Context: an optimization exercise on an open-source flow, tuned for small area, a short achievable clock period and few clock cycles per item. The choices shown serve that exercise and are no tape-out recipe. Function was checked by simulation only, so behaviour that the tests miss may differ from the original.

==> flow/design.v, too long to show whole: its modules and the start of the top module <==
// module flit_rx_check: 1133 lines
module flit_rx_check (
  input  wire        clk,
  input  wire        rst,
  input  wire        in_valid,
  output wire        in_ready,
  input  wire [63:0] in_data,
  output wire        out_valid,
  input  wire        out_ready,
  output wire [63:0] out_data,
  output wire        out_last,
  output wire        out_fec_fail,
  output wire        out_crc_fail
);
  // ...
==> flow/run.sh <==
#!/bin/bash
# synth_recipe.tcl (not shown) runs the flow's synth.tcl, then flattens the netlist and writes it again
# the make line also repeats each setting of config.mk as NAME=value (left out here)
make -C /OpenROAD-flow-scripts/flow DESIGN_CONFIG=/design/flow/config.mk WORK_HOME=/design/flow/orfs CLKGATE_MAP_FILE= SYNTH_SCRIPT=/design/flow/synth_recipe.tcl finish
==> flow/config.mk <==
export PLATFORM = sky130hd
export DESIGN_NAME = flit_rx_check
export DESIGN_NICKNAME = flit_rx_check
export VERILOG_FILES = /design/flow/design.v
export SDC_FILE = /design/flow/constraint.sdc
export NUM_CORES = 8
export LEC_CHECK = 0
export CAP_MARGIN = 20
export CORE_MARGIN = 2
export CORE_UTILIZATION = 30
export CTS_CLUSTER_DIAMETER = 60
export CTS_CLUSTER_SIZE = 30
export SLEW_MARGIN = 20
==> flow/constraint.sdc <==
create_clock -name core_clock -period 30.0 [get_ports {clk}]
set_input_delay 6.0000 -clock core_clock [delete_from_list [all_inputs] [get_ports {clk}]]
set_output_delay 6.0000 -clock core_clock [all_outputs]
set_load 0.01 [all_outputs]
==> metrics.md, run 1 <==
| Metric | Value |
|---|---|
| Die width | approximately 570 um |
| Post-Layout Cell Count | 11983 |
| Register area share after synthesis | 0.670 |
| Post-CTS setup buffer count | 0 |
| Most common cell after layout, fill and taps aside | dfxtp_1 |
| Gpl congestion | 0.962 |
| Largest delay contributor family on the critical path | buffers and inverters |
| Die H | about 570 um |
| Outcome | finished clean |
| Post-placement cell area | about 0.10 sq mm |
| First-pass GRT wire length | 364000 um |
| Nets | about 7800 |
| Crit path to | rd_ok |
| Setup slack after layout | 20.94 ns |
| Worst hold path type | flip-flop to flip-flop |
| Yosys warning total | 5 |
| Met3 Usage GRT | 0.0209 |
| Biggest regs | ring (2368), chs (132), pend (126) |
| H-tree depth | 4 |
| Top post-synthesis cells by count | 2557 x dfxtp_1, 1514 x xnor2_1, 779 x nand2_1, 633 x xor2_1, 420 x edfxtp_1 |
| Critical Path Start | out_ready |
| Metal3 WL | 12700 um |
| Sequential share of cell area | 0.589 |
| Adder-cell share of the synthesized area | 0.00607 |
| Most frequent cells in the layout | 2555 x dfxtp_1, 1467 x xnor2_1, 778 x nand2_1, 626 x xor2_1, 420 x edfxtp_1 |
| Cts-stage hold buffer count | 0 |
| # rows | roughly 210 |
| Cells along the critical path | clkdlybuf4s50_1, nand2b_1, nand2_1, inv_4, ha_1, inv_1, ha_1, inv_1, fa_1, inv_1, a21o_1, a21oi_1, xor2_1, nand3_1, nor3_1, nand2_1, and3_1 |
| Met2 usage | 0.255 |
| Placed cells | 11708 |
| Worst Hold Depth | 0 |
| Pre-CTS setup slack | 20.03 ns |
| Worst-case clock skew | 0.106 ns |
Testbench counts, summed over its fixed seeds: cycles 16,680, flits 512.
==> inputs of run 2 (changes only) <==
--- a/flow/design.v
+++ b/flow/design.v
@@ -404,32 +404,39 @@
   always @(posedge clk) begin
     hold2 <= syn[1];
     if (rst) sq <= 2'd0;
     else sq <= sdone ? 2'd2 : (sq != 2'd0 ? sq - 2'd1 : 2'd0);
   end
   wire [31:0] sa   = sdone ? su1 : (sq == 2'd2 ? syn[0] : hold2);
   wire        sa_v = sdone || (sq != 2'd0);
   wire [1:0]  sa_c = sdone ? 2'd0 : (sq == 2'd2 ? 2'd1 : 2'd2);
+  wire load;    
   wire [7:0] s0 = lm_pt(sa[7:0]), s1 = lm_pt(sa[15:8]), s2 = lm_pt(sa[23:16]), s3 = lm_pt(sa[31:24]);
   wire [7:0] m02 = tmul(s0, s2);
   wire [7:0] m13 = tmul(s1, s3);
   wire [7:0] mx  = tmul(s0 ^ s1, s2 ^ s3);
   reg  [7:0] b_det, b_num1, b_num2, b_s0, b_s1;
   reg        b_zero, b_v;
   reg  [1:0] b_c;
+  wire       b_hold = b_v && (b_c == 2'd2) && !load;
   always @(posedge clk) begin
-    b_det  <= tsq(s1) ^ m02;
-    b_num1 <= mx ^ m02 ^ m13;
-    b_num2 <= m13 ^ tsq(s2);
-    b_s0   <= s0;
-    b_s1   <= s1;
-    b_zero <= (sa == 32'd0);
-    b_c    <= sa_c;
-    b_v    <= sa_v && !rst;
+    if (!b_hold) begin
+      b_det  <= tsq(s1) ^ m02;
+      b_num1 <= mx ^ m02 ^ m13;
+      b_num2 <= m13 ^ tsq(s2);
+      b_s0   <= s0;
+      b_s1   <= s1;
+      b_zero <= (sa == 32'd0);
+      b_c    <= sa_c;
+    end
+    if (rst)
+      b_v <= 1'b0;
+    else if (!b_hold)
+      b_v <= sa_v;
   end
   wire       b_two = (b_det != 8'h00);
   wire       b_one = !b_zero && !b_two;
   wire       b_c0  = (b_c == 2'd0);
   wire [3:0] b_n   = gf16_mul(gf16_mul(b_num1[7:4], b_num1[7:4]), 4'd8) ^
                      gf16_mul(b_num1[7:4], b_num1[3:0]) ^ gf16_mul(b_num1[3:0], b_num1[3:0]);
   wire [3:0] b_ni  = gf16_inv(b_n);
   wire [7:0] b_dc  = tmul(b_det, {b_num1[7:4], b_num1[3:0] ^ b_num1[7:4]});
@@ -439,22 +446,22 @@
   wire [7:0] b_l1  = b_two ? b_num1 : b_s1;
   wire [7:0] n_l0  = lm_tp(b_two ? b_det : b_s0);
   wire [7:0] n_a   = b_c0 ? lm_a85(b_l1) : lm_a84(b_l1);
   wire [7:0] n_b   = b_c0 ? lm_b85(b_num2) : lm_b84(b_num2);
   wire [7:0] n_g   = b_c0 ? lm_g85(b_e) : lm_g84(b_e);
   wire [7:0] n_f   = lm_tp(b_f);
   wire [1:0] n_mode = b_two ? 2'd2 : (b_one ? ((b_s0 == 8'h00 || b_num1 != 8'h00) ? 2'd3 : 2'd1) : 2'd0);
   wire [41:0] n_out = {n_mode, n_f, n_g, n_b, n_a, n_l0};
-  reg  [41:0] pend [0:2];
-  reg  [2:0]  pend_v;
+  reg  [41:0] pend [0:1];
+  reg  [1:0]  pend_v;
   always @(posedge clk) begin
-    if (b_v) pend[b_c] <= n_out;
+    if (b_v && !b_c[1]) pend[b_c[0]] <= n_out;
   end
-  wire next_ok = pend_v[0] && pend_v[1] && (pend_v[2] || (b_v && b_c == 2'd2));
+  wire next_ok = pend_v[0] && pend_v[1] && b_v && (b_c == 2'd2);
   reg  [43:0] chs [0:2];
   wire [43:0] chs0 = chs[0], chs1 = chs[1], chs2 = chs[2];
   wire [63:0] rb = ring[1];
   wire [23:0] lv0, le0;    
   wire [23:0] lu0;           
   wire [23:0] lv1, le1;    
   wire [23:0] lu1;           
   wire [15:0] lv2, le2;    
@@ -746,35 +753,35 @@
     case (chs2[41:40])
       2'd0: okc[2] = 1'b1;
       2'd1: okc[2] = chu[2][42];
       2'd2: okc[2] = chu[2][43];
       default: okc[2] = 1'b0;
     endcase
   end
   wire done_rd = rd && r_last;
-  wire load    = next_ok && (!chien_ok || done_rd);
+  assign load  = next_ok && (!chien_ok || done_rd);
   wire lsel    = next_ok && (!chien_ok || r_last);
   assign chien_ok_n = load || (chien_ok && !done_rd);
   always @(posedge clk) begin
     if (rst) begin
-      pend_v   <= 3'b000;
+      pend_v   <= 2'b00;
       chien_ok <= 1'b0;
     end else begin
       chien_ok <= chien_ok_n;
       if (load)
-        pend_v <= 3'b000;
-      else if (b_v)
-        pend_v[b_c] <= 1'b1;
+        pend_v <= 2'b00;
+      else if (b_v && !b_c[1])
+        pend_v[b_c[0]] <= 1'b1;
     end
     if (load || rd) begin
       if (lsel) begin
         chs[0] <= {2'b00, pend[0]};
         chs[1] <= {2'b00, pend[1]};
-        chs[2] <= {2'b00, pend_v[2] ? pend[2] : n_out};
+        chs[2] <= {2'b00, n_out};
       end else begin
         chs[0] <= chu[2];
         chs[1] <= chu[0];
         chs[2] <= chu[1];
       end
     end
   end
   reg        o_new;       
==> flow/flow/run.sh (new file) <==
#!/bin/bash
# Layout flow: the standard layout (standard.sh, its synthesis, floorplan,
# power grid, placement, CTS and routing unchanged), with two changes to how
# the layout is optimised:
#  - timing repair aims at a 7.5 ns clock period (setup margin 22.5 ns on the
#    30 ns constraint), so gates on the long paths are sized and buffered;
#  - the port buffers are buf_4 cells instead of the delay buffer the flow
#    picks by default.
# The constraints (constraint.sdc) are not changed. make's output goes to
# make_finish.log; each ORFS step logs to orfs/logs/.
set -euo pipefail
bash standard.sh SETUP_SLACK_MARGIN=22.5 "BUFFER_PORTS_ARGS=-buffer_cell sky130_fd_sc_hd__buf_4" finish > make_finish.log 2>&1
==> flow/standard.sh (new file) <==
#!/bin/bash
# synth_recipe.tcl (not shown) runs the flow's synth.tcl, then flattens the netlist and writes it again
# the make line also repeats each setting of config.mk as NAME=value (left out here)
make -C /OpenROAD-flow-scripts/flow DESIGN_CONFIG=/design/flow/config.mk WORK_HOME=/design/flow/orfs CLKGATE_MAP_FILE= SYNTH_SCRIPT=/design/flow/synth_recipe.tcl "${@:-finish}"
removed: flow/run.sh
==> metrics.md, run 2 <==
| Metric | Value |
|---|---|
| Worst hold start | ring[21][34] |
| Yosys cell types | 83 |
| Worst EP required | 30.78 ns |
| Slew Viols, Final | 0 |
| Crit path DAT | 8.33 ns |
| Setup slack after layout | 22.44 ns (+1.50 ns) |
| Initial Utilization | 0.301 |
| Grt ovf | 0 |
| R2R depth | 20 |
| Crit Path Class | input port to flip-flop |
| Register area share after synthesis | 0.672 (+0.00230) |
| Clock transition at path regs | about 0.10 ns |
| Die H | 563 um (-0.83%) |
| Most frequent cells in the layout | 2445 x dfxtp_1, 1529 x xnor2_1, 793 x nand2_1, 595 x xor2_1, 421 x edfxtp_1 |
| Yosys warning total | 5 (unchanged) |
| Synth Net Count | ~7500 |
| Clk Latency, worst-skew pair | between 0.8 and 0.9 ns |
| Slew headroom | 0.247 |
| Top post-synthesis cells by count | 2513 x dfxtp_1, 1579 x xnor2_1, 795 x nand2_1, 599 x xor2_1, 421 x edfxtp_1 |
| Vias in the first global route | 49141 |
| Nets | 7769 (-0.84%) |
| 1st-iter DRT viols | 4110 |
| Cells after Synth | 7368 |
| Cell taking the most area after synthesis | dfxtp_1 |
| Worst hold margin | ~0.26 ns |
| Crit. End Element | flip-flop |
| Cts-stage hold buffer count | 0 (unchanged) |
| Dominant cells by area after synthesis | dfxtp_1 54%, xnor2_1 15%, edfxtp_1 14% |
| Gpl congestion | 0.995 (+3.4%) |
| Post-Route Setup TNS | 0 ns |
| Die width | 563 um (-0.83%) |
| Largest net degree at the start of global routing | 95 |
| First-pass GRT wire length | 363000 um (-0.23%) |
| Biggest regs | ring (2368), chs (132), syn (96) |
| Maximum clock frequency | 132 MHz |
| CTS tree | done |
| Die Footprint | 0.317 sq mm |
| Largest register by flop count | ring |
| DRT Pass-1 Iters | 5 |
| Tmin final | 7.56 ns |
| Worst Tran Pin Value | 1.12 ns |
| Wire per inst | 21.7 um |
| Post-synth top area share | 0.537 |
| Outcome | finished clean |
| Crit-path max FO | 2 |
| Post-synth EDFFs | roughly 420 |
| DRC violations left | 0 |
| CTS sink cnt | 2934 |
| Most frequent cell after synthesis | dfxtp_1 |
| R2R setup slack | 23.04 ns |
| Mean post-synth cell area | approximately 13 sq um |
| Worst Hold Depth | 0 (unchanged) |
| Drt total wl | 259000 um |
| Core Area | 0.311 sq mm |
| Unrepaired setup endpoints after global routing | yes |
| Cell chosen for the clock root | clkbuf_16 |
| # rows | 205 (-0.49%) |
| Async set or reset register ratio after synthesis | 0 |
| Pre-CTS setup slack | 20.42 ns (+0.389 ns) |
| FF-to-FF Start | b_num1[4] |
| Num ports | 137 |
| Vias | 50506 |
| Worst-case clock skew | 0.102 ns (-0.00384 ns) |
| Total CTS buffers | around 160 |
| Antenna violations before repair | 24 |
| H-tree depth | 4 (unchanged) |
| R2R Path End | chs[2][38] |
| CTS Buffer Depth | 4 |
| CP Launch Type | input port |
| Worst hold path type | flip-flop to flip-flop |
| Synth Register Bits | between 2000 and 3000 |
| Final Hold Fails | 0 |
| Post-layout util | 0.344 |
| Layout cells sized above 1 | 0.104 |
| Max Cap Viol | 0 |
| Port Buffers | 136 |
| Hold EP | ring[20][34] |
| Netlist Area Pre-Place | roughly 0.094 sq mm |
| Dpl hpwl | 190000 um |
| Layout area overhead | 14.4% |
| Top FF cell, synth | dfxtp_1 |
| Final setup fails | 0 |
| Total GRT Usage | 0.160 |
| Tcrit/Tclk final | 0.252 |
| Final ANT Viol Nets | 0 |
| Most common cell after layout, fill and taps aside | dfxtp_1 |
| Max reg flops | 2368 |
| Via density per instance | approximately 4.2 |
-- run 2: cell types whose count changed after synthesis, sizes merged, moves of 15 or more --
cell,delta
xnor2,+78
dfxtp,-44
mux2i,-41
xor2,-35
a21oi,-28
o21ai,-24
nand2,+16
nor3,+16
clkbuf,-15
-- run 2: final cells by class --
cell class | instances | area (sq um)
Timing Repair inverter | 3 | 31.3
Timing Repair Buffer | 343 | 2820
Sequential cell | 2934 | 63200
Inverter | 71 | 308
Clock inverter | 77 | 1310
Tap cell | 4140 | 5180
Clock buffer | 178 | 4200
Antenna cell | 3 | 7.51
Fill cell | 30243 | 204000
Multi-Input combinational cell | 4141 | 30100
-- run 2: cell families (layout without fill, tap and decap cells) --
logic type | count (synthesis) | in the layout | synth area share
other | 0 | 3 | 0
flip-flops | 2934 | 2934 | 0.672
buffers and inverters | 293 | 672 | 0.0123
multiplexers | 57 | 57 | 0.00637
XOR/XNOR | 2223 | 2223 | 0.214
adder cells (fa/ha/maj) | 45 | 45 | 0.00607
AND/OR/NAND/NOR | 1415 | 1415 | 0.0631
AO/OA/AOI/OAI | 401 | 401 | 0.0264
-- run 2: what timing repair did --
item / CTS / global route
cloned: 5 / 2
pin swaps: 1 / 7
gates resized for setup: 159 / 18
setup buffers: 39 / 23
endpoints found under the setup margin: 199 / 51
-- run 2: metrics by stage --
step,instance area [sq um],cells
floorplan,93700,7368
global placement,101000,11562
detailed placement,101000,11563
CTS,107000,11862
global route,107000,11888
finish,107000,11890
-- run 2: worst max-delay path, stage by stage --
cell and delay, ns:
buf_6 0.06, and2_4 0.16, buf_16 0.13, clkinv_8 0.05, buf_16 0.12, ha_4 0.26, inv_4 0.03, ha_4 0.15
inv_2 0.06, fa_2 0.21, inv_2 0.03, a21o_1 0.18, a21oi_2 0.14, xor2_1 0.21, nand3_1 0.16, nor3_2 0.14
nand2_1 0.07, and3_1 0.14
-- run 2: metal layers --
layer | vias up | global-route usage | share of wire
li1 | 24062 | - | -
met1 | 24525 | 0.214 | 0.45
met2 | 1522 | 0.259 | 0.45
met3 | 395 | 0.0228 | 0.054
met4 | 2 | 0.0643 | 0.047
met5 | - | 0 | 0.000035
-- run 2: worst max-delay path by stage --
stage | slack [ns] | startpoint | end
after floorplan | 21.67 | out_ready | rd_ok
after global placement | 20.29 | in_valid | rd_ok
after detailed placement | 20.42 | in_valid | rd_ok
after CTS | 22.40 | in_valid | rd_ok
after global routing | 22.40 | in_valid | rd_ok
final | 22.44 | in_valid | rd_ok
Testbench counts of run 2, summed over its fixed seeds: cycles 16,680, flits 512.

==> afterwards: timing with drivers on the ports <==
In the flow no input, the clock included, has a driving cell. The finished layouts below were timed again as built, in two steps. Step 1 (the two cells are an assumption about what drives the block):
set clk [get_ports {clk}]
set_driving_cell -lib_cell sky130_fd_sc_hd__clkbuf_16 $clk
set_driving_cell -lib_cell sky130_fd_sc_hd__buf_2 [delete_from_list [all_inputs] $clk]
Step 2 moves the port delays by t, midway between the first and last clock arrival at a register: inputs arrive t later, outputs are due t later. That takes back most of the time a late clock gives input paths. Slacks: ideal ports / drivers / drivers and shift; pairs: ideal ports / drivers.
| run | t, ns | setup slack, ns | worst setup path at the end |
|---|---|---|---|
| run 1 | 0.928 | 20.943 / 21.008 / 20.079 | input to register |
| run 2 | 0.916 | 22.445 / 22.430 / 21.576 | input to register |
After both steps every run listed still meets setup and hold. The setup slack of run 2, which loses most, moves by -0.015 ns with the drivers and by -0.869 ns with both steps.
